This is an optimization exercise on Yosys and OpenROAD, whose aim is small area, a short achievable clock period and few clock cycles per item, not a production implementation.
Where RTL was checked, it was by simulation tests only, not by an equivalence proof against the original.

## try-garnet
Design aes_core, start of the top module:
module aes_core (
    input  wire         clk,
    input  wire         rst,          
    input  wire         key_load,     
    input  wire         key_len256,   
    input  wire [255:0] key_in,
    input  wire         start,        
    input  wire         decrypt,      
    input  wire [127:0] din,
    output wire         ready,
    output reg          done,         
    output wire [127:0] dout
);
Size: roughly 10000 cells after synthesis, ~1800 flip-flops, roughly 520 I/O pins, ~110000 µm² of cells after synthesis.
clock: 12.0 ns
lec_check: 0
cap_margin: 30
core_margin: 2
core_utilization: 30
slew_margin: 30
standard.sh (not shown) runs the stock make flow with config.mk's settings and CLKGATE_MAP_FILE= SYNTH_SCRIPT=/design/flow/synth_recipe.tcl, a recipe that flattens the netlist after the stock synthesis.
==> flow/flow/run.sh <==
#!/bin/bash
# Layout flow: the standard flow (standard.sh), with two changes:
# - synthesis is the standard flow's synthesis script unchanged except that ABC maps the
#   logic with flow/abc.script and a delay target of flow/abc_d ps (the
#   registers, mapped before ABC, are the standard synthesis's);
# - timing repair aims for a setup slack of flow/margin ns instead of 0.
set -euo pipefail
MARGIN=$(cat flow/margin)
ABC_D=$(cat flow/abc_d)
HERE=$(pwd)
{
  echo "proc abc {args} {"
  echo "  set out {}"
  echo "  set skip 0"
  echo "  foreach a \$args {"
  echo "    if {\$skip} { set skip 0; continue }"
  echo "    if {\$a eq \"-script\" || \$a eq \"-D\"} { set skip 1; continue }"
  echo "    lappend out \$a"
  echo "  }"
  echo "  puts \"own abc mapping: flow/abc.script -D $ABC_D\""
  echo "  yosys abc -script $HERE/flow/abc.script -D $ABC_D {*}\$out"
  echo "}"
  cat synth_recipe.tcl
} > my_synth.tcl
echo "setup margin $MARGIN, abc delay $ABC_D" > run.log
bash standard.sh SYNTH_SCRIPT="$HERE/my_synth.tcl" SETUP_SLACK_MARGIN="$MARGIN" finish > standard.log 2>&1
echo "done" >> run.log
==> flow/flow/abc.script <==
strash
&get -n
&fraig -x
&put
scorr
dc2
strash
&get -n
&dch -f
&nf {D}
&put
buffer -c
topo
stime -c
upsize {D} -c
dnsize {D} -c
==> flow/flow/abc_d <==
3500
==> flow/flow/margin <==
8
Testbench counts of try-garnet, summed over its fixed seeds: cycles 10,301, blocks 768.
[inputs] try-onyx vs try-garnet
Settings: CORE_UTILIZATION now 50, was 30.
==> flow/flow/run.sh <==
#!/bin/bash
# Layout flow: the standard flow (standard synthesis, floorplan, placement,
# CTS, routing) unchanged, except that timing repair aims for a setup slack of
# SETUP_SLACK_MARGIN ns (from flow/margin) instead of 0 against the 12 ns clock,
# so that the tools size and buffer the design for a shorter period.
set -euo pipefail
MARGIN=$(cat flow/margin)
echo "setup margin $MARGIN" > run.log
bash standard.sh SETUP_SLACK_MARGIN="$MARGIN" finish > standard.log 2>&1
echo "done" >> run.log
removed: flow/flow/abc.script
removed: flow/flow/abc_d
Notes after the runs:
The die area number comes out lower for try-onyx vs try-garnet.
| post-DP HPWL | lower: try-garnet |
Weighted congestion reported at the end of routability-driven placement: try-onyx > try-garnet
Diff try-garnet -> try-onyx: worst hold slack now larger; count of different cell masters after synthesis now larger; global-route usage over all layers now larger; sum of met2 wire segment lengths after detailed routing now smaller.
### try-onyx -> try-lagoon
Settings: CORE_UTILIZATION changed from 50 to 30.
Notes after the runs:
Clock tree buffer depth | try-lagoon above try-onyx
On global-route usage: try-lagoon sits below try-onyx.
try-onyx ended up with sky130_fd_sc_hd__xor3_1 as its cell with the largest stage delay on the worst path; try-lagoon ended up with sky130_fd_sc_hd__dfxtp_4.
Looking at the reports, try-lagoon completed the entire flow and the layout it produced met the timing, DRC and antenna checks.
From try-onyx to try-lagoon the numbers moved as follows: fmax lost 2.6 MHz, number of antenna violations at the first check in global routing moved up.
try-lagoon vs. try-onyx: utilization shrank by 26 points, post-layout minimum cycle time increased by 0.051 ns relative to the old numbers.
try-lagoon reports a higher cell count after placement than try-onyx does.
First-pass GRT wire length ended up about 4% higher on try-lagoon than on try-onyx.


## JK
Another version of the RTL of aes_core (not shown whole).
Size: roughly 11,000 cells after synthesis, about 1,800 flip-flops, about 520 I/O pins, ~110,000 um^2 of cells after synthesis.
==> flow/config.mk <==
export PLATFORM = sky130hd
export DESIGN_NAME = aes_core
export DESIGN_NICKNAME = aes_core
export VERILOG_FILES = /design/flow/design.v
export SDC_FILE = /design/flow/constraint.sdc
export NUM_CORES = 8
export LEC_CHECK = 0
export CAP_MARGIN = 30
export CORE_MARGIN = 2
export CORE_UTILIZATION = 50
export SLEW_MARGIN = 30
==> flow/constraint.sdc <==
create_clock -name core_clock -period 12.0 [get_ports {clk}]
set_input_delay 2.4000 -clock core_clock [delete_from_list [all_inputs] [get_ports {clk}]]
set_output_delay 2.4000 -clock core_clock [all_outputs]
set_load 0.01 [all_outputs]
==> flow/flow/run.sh <==
#!/bin/bash
# Layout flow: the standard flow (standard synthesis, floorplan, placement,
# CTS, routing) unchanged, except that timing repair aims for a setup slack of
# SETUP_SLACK_MARGIN ns (from flow/margin) instead of 0 against the 12 ns clock,
# so that the tools size and buffer the design for a shorter period.
set -euo pipefail
MARGIN=$(cat flow/margin)
echo "setup margin $MARGIN" > run.log
bash standard.sh SETUP_SLACK_MARGIN="$MARGIN" finish > standard.log 2>&1
echo "done" >> run.log
==> flow/flow/margin <==
7.5
Testbench counts of JK, summed over its fixed seeds: cycles 10,301, blocks 768.
Changes in MS relative to JK:
==> flow/flow/margin <==
8.5
## What came out
- Taking JK as the reference, in MS slew at the pin with the worst max-slew slack shows an increase of 0.22 ns, total wire length after detailed routing shows an increase of about 14%, delay of the slowest cell on the worst path shows a reduction of 0.13 ns.
- Of the two values seen for worst setup path endpoint, s0[41] was produced by MS and k0[37] by JK.
- | number of cells on the critical path | lower: JK |
- Comparing MS and JK, the lower register share of the cell area is on MS.
- JK -> MS: area share of fa/ha/maj cells after synthesis delta 0, exact match


## lane 1
Another version of the RTL of aes_core (not shown whole).
Size in the first run: about 1800 flip-flops, ~520 I/O pins, roughly 110000 um2 of cells after synthesis.
Settings: LEC_CHECK=0, CAP_MARGIN=30, CELL_PAD_IN_SITES_DETAIL_PLACEMENT=0, CELL_PAD_IN_SITES_GLOBAL_PLACEMENT=0, CORE_MARGIN=2, CORE_UTILIZATION=50, SLEW_MARGIN=30; clock period 12.0 ns.
==> flow/flow/margin <==
8
Scripts as last shown in full above: flow/flow/run.sh
Testbench counts of lane 1, summed over its fixed seeds: cycles 10,301, blocks 768.
Edits applied to the flow inputs when going from lane 1 to lane 2:
- CELL_PAD_IN_SITES_GLOBAL_PLACEMENT removed (was 0)
- GPL_ROUTABILITY_DRIVEN newly set to 0
- CELL_PAD_IN_SITES_DETAIL_PLACEMENT removed (was 0)
==> comparison <==
Cell depth of the worst flop-to-flop path up 1 in lane 2 wrt lane 1. Diff lane 1 -> lane 2: number of optimization iterations in the first detailed-route pass higher. Diff lane 1 and lane 2: setup slack lower in lane 1. Lane 2 reached the final stage; the timing, DRC and antenna checks on its layout passed.
The inputs of lane 3 differ from those of lane 2 as listed below.
- GPL_ROUTABILITY_DRIVEN no longer set, was 0
-- flow/flow/run.sh --
<<< lane 2, line 7
MARGIN=$(cat flow/margin)
echo "setup margin $MARGIN" > run.log
bash standard.sh SETUP_SLACK_MARGIN="$MARGIN" finish > standard.log 2>&1
echo "done" >> run.log
>>> lane 3, line 7
MARGIN=$(cat flow/margin)
echo "setup margin $MARGIN" > run.log
bash standard.sh SETUP_SLACK_MARGIN="$MARGIN" RECOVER_POWER=50 finish > standard.log 2>&1
echo "done" >> run.log
Lane 3 had finished all stages when the layout checks came back failing, citing capacitance limit, slew limit. The final layout from lane 2, which completed every stage, passed the timing, DRC and antenna checks at the end of the flow. Lane 3 vs lane 2: number of antenna violations at the first check in global routing up in lane 3. Summary of lane 3 over lane 2: layout clock buffer count shows a reduction of about 2.2%; share of cell area taken by flip-flops and latches went down 0.22 points; total global routing track utilization increased 1.1 points. Lane 3 vs. lane 2: sequential share of the synthesized area roughly the same.
#### Input delta (lane 4 over lane 3)
- setting CTS_CLUSTER_DIAMETER to 60 for the first time
- setting GPL_ROUTABILITY_DRIVEN to 0 for the first time
- setting CTS_CLUSTER_SIZE to 30 for the first time
-- flow/flow/run.sh --
<<< lane 3, line 7
MARGIN=$(cat flow/margin)
echo "setup margin $MARGIN" > run.log
bash standard.sh SETUP_SLACK_MARGIN="$MARGIN" RECOVER_POWER=50 finish > standard.log 2>&1
echo "done" >> run.log
>>> lane 4, line 7
MARGIN=$(cat flow/margin)
echo "setup margin $MARGIN" > run.log
bash standard.sh SETUP_SLACK_MARGIN="$MARGIN" finish > standard.log 2>&1
echo "done" >> run.log
==> comparison <==
Against lane 3 as the reference, lane 4 delivers a lower non-clock buffer count in the final layout. Lower worst-case setup margin in the final layout was reported by lane 3, not lane 4. Lane 4 went all the way through the flow, and no timing, DRC or antenna check failed. Final number of hold-violating endpoints came out exactly the same in lane 4 and lane 3.


aes_core, a different RTL version from the one above (not shown whole).
For scale: roughly 11000 cells after synthesis, about 520 I/O pins.
clock: 12.0 ns
lec_check: 0
cap_margin: 30
core_margin: 2
core_utilization: 50
slew_margin: 30
==> flow/flow/run.sh <==
#!/bin/bash
# Layout flow: the standard flow (standard synthesis, floorplan, placement,
# CTS, routing) unchanged, except that timing repair aims for a setup slack of
# SETUP_SLACK_MARGIN ns (from flow/margin) instead of 0 against the 12 ns clock,
# so that the tools size and buffer the design for a shorter period.
set -euo pipefail
MARGIN=$(cat flow/margin)
echo "setup margin $MARGIN" > run.log
bash standard.sh SETUP_SLACK_MARGIN="$MARGIN" finish > standard.log 2>&1
echo "done" >> run.log
==> flow/flow/margin <==
7.5
The first run finished clean.
Change:
==> flow/flow/margin (replaced) <==
8.5
The changed run finished clean.
Area after synthesis does not change.
Core utilization rises by 14 points.
No functional check of the RTL was part of any run of this note.

port drivers added, routing unchanged:
Ports are ideal in the flow. The routed layouts listed here were re-timed in OpenROAD. Step 1 assumes that a clkbuf_16 drives the clock port and a buf_2 every other input. Step 2 also shifts input and output timing later by t, the mid clock arrival at the registers, as if the neighbouring blocks saw the same clock. Three values: no drivers, after step 1, after step 2; two values: the first two.
| run | t (ns) | setup WS [ns] | latest minus earliest clock arrival (ns) | worst register clock-pin slew, ns | worst slew at a driven data input, ns |
|---|---|---|---|---|---|
| try-garnet | 0.994 | 7.414 / 7.414 / 7.043 | 0.063 / 0.063 | 0.07 / 0.07 | 0.25 |
| try-onyx | 0.968 | 7.636 / 7.636 / 7.141 | 0.077 / 0.076 | 0.08 / 0.08 | 0.13 |
| try-lagoon | 0.989 | 7.585 / 7.585 / 7.076 | 0.080 / 0.080 | 0.08 / 0.08 | 0.32 |
| JK | 0.976 | 7.426 / 7.421 / 6.519 | 0.087 / 0.086 | 0.07 / 0.07 | 0.12 |
| MS | 0.993 | 7.768 / 7.768 / 7.496 | 0.110 / 0.110 | 0.08 / 0.08 | 0.19 |
| lane 1 | 0.962 | 7.803 / 7.803 / 7.148 | 0.076 / 0.076 | 0.08 / 0.08 | 0.12 |
| lane 2 | 0.961 | 7.843 / 7.843 / 7.066 | 0.079 / 0.079 | 0.07 / 0.07 | 0.19 |
| lane 3 | 0.963 | 4.390 / 4.390 / 4.183 | 0.075 / 0.076 | 0.08 / 0.08 | 0.12 |
| lane 4 | 0.948 | 7.796 / 7.796 / 7.124 | 0.076 / 0.076 | 0.11 / 0.11 | 0.20 |
| the first run of note 4 | 0.945 | 7.439 / 7.383 / 6.723 | 0.081 / 0.081 | 0.07 / 0.07 | 0.11 |
| the second run of note 4 | 0.992 | 7.561 / 7.561 / 7.561 | 0.084 / 0.084 | 0.07 / 0.07 | 0.14 |
For JK, which loses most, drivers alone change the setup slack by -0.005 ns; drivers and shift together by -0.907 ns.
